Background: an optimization exercise with open tools, aiming at small area. Do not read the settings as production practice.
The RTL was checked by simulation tests, not by an equivalence proof against the original design.
No activity file was given, so power comes from the tool's default toggle rates.

Design needle_core, start of the top module:
module needle_core (
    input  wire         clk,
    input  wire         rst,           
    input  wire         start,         
    input  wire [12:0]  entry_pc,
    input  wire [7:0]   pages,         
    input  wire [15:0]  budget,        
    input  wire [8:0]   vlen,          
    output wire         busy,
    output wire [12:0]  imem_addr,
    input  wire [63:0]  imem_data,
    output wire [7:0]   win_addr,
    input  wire [255:0] win_data,
    output reg          done,
    output reg  [2:0]   reason,
    output reg  [23:0]  fwd,
    output reg  [7:0]   drop,
    output reg  [7:0]   copy,
    output reg  [2:0]   tc,
    output wire [639:0] key            
);
    localparam [2:0] R_END = 3'd0, R_BUDGET = 3'd1, R_WINDOW = 3'd2, R_ILLEGAL = 3'd3;
    reg  [2:0]   state;
    reg  [15:0]  rem;         
    reg  [7:0]   pages_r;
    reg  [8:0]   vlen_r;
    reg  [13:0]  pc;
    reg  [511:0] gfile;       
  ...
Size in the first run: roughly 9,000 cells after synthesis, roughly 75,000 sq um of cells after synthesis.
export LEC_CHECK = 0
export ABC_AREA = 1
export CAP_MARGIN = 20
export CELL_PAD_IN_SITES_DETAIL_PLACEMENT = 2
export CELL_PAD_IN_SITES_GLOBAL_PLACEMENT = 2
export CORE_MARGIN = 2
export CORE_UTILIZATION = 30
export SLEW_MARGIN = 20
export SYNTH_MEMORY_MAX_BITS = 16384
create_clock -name core_clock -period 12.0 [get_ports {clk}]
standard.sh (not shown) runs the stock make flow with config.mk's settings and CLKGATE_MAP_FILE= SYNTH_SCRIPT=/design/flow/synth_recipe.tcl, a recipe that flattens the netlist after the stock synthesis.
==> flow/flow/run.sh <==
#!/bin/bash
# The standard layout (standard.sh, unchanged synthesis), with two changes:
# the port buffers are the smallest buffer cell, and CTS builds the tree from
# clkbuf_8 with no dummy loads. Each tool's output goes to
# orfs/logs; make's own output to make.log.
set -euo pipefail
export BUFFER_PORTS_ARGS="-buffer_cell sky130_fd_sc_hd__buf_1"
export CTS_ARGS="-sink_clustering_enable -repair_clock_nets -dont_use_dummy_load -buf_list {sky130_fd_sc_hd__clkbuf_8}"
bash standard.sh finish > make.log 2>&1
Rerun with:
--- a/flow/design.v
+++ b/flow/design.v
@@ -46,14 +46,21 @@
     wire is_ldh  = (op == 8'h20);
     wire is_kput = (op == 8'h23);
     wire is_kcpy = (op == 8'h24);
     wire is_kclr = (op == 8'h25);
     wire win_op  = is_ldh | is_kcpy;
     wire [3:0]  rb_sel = is_dep ? rd : rb;
-    wire [31:0] va  = gfile[32*ra +: 32];
-    wire [31:0] vb  = gfile[32*rb_sel +: 32];
+    reg  [31:0] va, vb;
+    integer rr;
+    always @* begin
+        va = 32'd0; vb = 32'd0;
+        for (rr = 0; rr < 16; rr = rr + 1) begin
+            va = va | (gfile[32*rr +: 32] & {32{ra == rr}});
+            vb = vb | (gfile[32*rr +: 32] & {32{rb_sel == rr}});
+        end
+    end
     reg         known;
     reg  [4:0]  used;
     reg  [31:0] imask;
     always @* begin
         known = 1'b1;
         used  = 5'b00000;
@@ -169,38 +176,26 @@
                 default: smask[k] = (k >= pos) && (k <= topb);              
             endcase
         end
     end
     wire [31:0] shift_r = (rot & smask) | (is_dep ? (vb & ~smask) : 32'd0);
     wire [13:0] pc_inc = pc + 14'd1;
-    reg  [31:0] alu_r;
-    reg         alu_wr;      
-    reg         alu_fl;      
-    reg         alu_ar;      
-    always @* begin
-        alu_r  = 32'd0;
-        alu_wr = 1'b0;
-        alu_fl = 1'b0;
-        alu_ar = 1'b0;
-        case (op)
-            8'h01: begin alu_r = sum; alu_wr = 1'b1; end
-            8'h02: begin alu_r = va | opb; alu_wr = 1'b1; end        
-            8'h03, 8'h04, 8'h05, 8'h06:
-                   begin alu_r = sum; alu_wr = 1'b1; alu_fl = 1'b1; alu_ar = 1'b1; end
-            8'h07, 8'h08: begin alu_r = va & opb; alu_wr = 1'b1; alu_fl = 1'b1; end
-            8'h09, 8'h0A: begin alu_r = va | opb; alu_wr = 1'b1; alu_fl = 1'b1; end
-            8'h0B, 8'h0C: begin alu_r = va ^ opb; alu_wr = 1'b1; alu_fl = 1'b1; end
-            8'h0D, 8'h0E, 8'h0F, 8'h10:
-                   begin alu_r = shift_r; alu_wr = 1'b1; alu_fl = 1'b1; end
-            8'h11, 8'h12: begin alu_r = sum; alu_fl = 1'b1; alu_ar = 1'b1; end
-            8'h13: begin alu_r = va & opb; alu_fl = 1'b1; end
-            8'h20: begin alu_r = ldh_val; alu_wr = 1'b1; end
-            8'h52: begin alu_r = {18'd0, pc_inc}; alu_wr = 1'b1; end
-            default: ;
-        endcase
-    end
+    wire op_sum = (op == 8'h01) || (op >= 8'h03 && op <= 8'h06) || (op == 8'h11) || (op == 8'h12);
+    wire op_and = (op == 8'h07) || (op == 8'h08) || (op == 8'h13);
+    wire op_or  = (op == 8'h02) || (op == 8'h09) || (op == 8'h0A);
+    wire op_xor = (op == 8'h0B) || (op == 8'h0C);
+    wire op_sh  = (op >= 8'h0D && op <= 8'h10);
+    wire op_ldh = is_ldh;
+    wire op_pc  = (op == 8'h52);
+    wire [31:0] alu_r = ({32{op_sum}} & sum) | ({32{op_and}} & (va & opb)) |
+                        ({32{op_or}} & (va | opb)) | ({32{op_xor}} & (va ^ opb)) |
+                        ({32{op_sh}} & shift_r) | ({32{op_ldh}} & ldh_val) |
+                        ({32{op_pc}} & {18'd0, pc_inc});
+    wire alu_wr = (op >= 8'h01 && op <= 8'h10) || op_ldh || op_pc;
+    wire alu_fl = (op >= 8'h03 && op <= 8'h13);
+    wire alu_ar = (op >= 8'h03 && op <= 8'h06) || (op == 8'h11) || (op == 8'h12);
     wire alu_c = alu_ar & (cout ^ is_sub);
     wire       zero_k = load || is_kclr;
     reg  [7:0] fetch [0:31];
     reg  [7:0] fsrc  [0:3];
     reg  [7:0] fin1  [0:4];
     reg  [7:0] fine  [0:6];
Worst setup slack is better by 110 ps.
Register-to-register slack is better by 190 ps.
Global-route usage rises by 0.40 points.
Critical path depth falls by 2.
Cell count falls by 3.6%.
Worst hold slack is better by 14 ps.
Power falls by 3.4%.
Maximum frequency rises by 1.1%.
Clock skew falls by 15 ps.
Utilization rises by 0.34 points.

==> what the ideal ports hide <==
In the flow no input, the clock included, has a driving cell. The finished layouts below were timed again as built, in two steps. Step 1, drivers: a clkbuf_16 drives clk and a buf_2 each remaining input, both assumed. Step 2 adds t to the input delays and takes it off the output delays; t is the mean of the earliest and latest rising clock arrival at the registers after step 1. Input paths then give back, and output paths get back, about the clock's delay inside the block. Three values: ideal, step 1, step 2; two values: the first two.
| run | t, ns | setup slack, ns | worst setup path after step 2 | pins driven straight from the clock port |
|---|---|---|---|---|
| the first run | 1.075 | 2.074 / 2.051 / 1.661 | input to register | 1 |
| the second run | 1.076 | 2.181 / 2.140 / 1.311 | input to register | 1 |
After both steps every run listed still meets setup and hold. For the second run, which loses most, drivers alone change the setup slack by -0.041 ns; drivers and shift together by -0.870 ns.
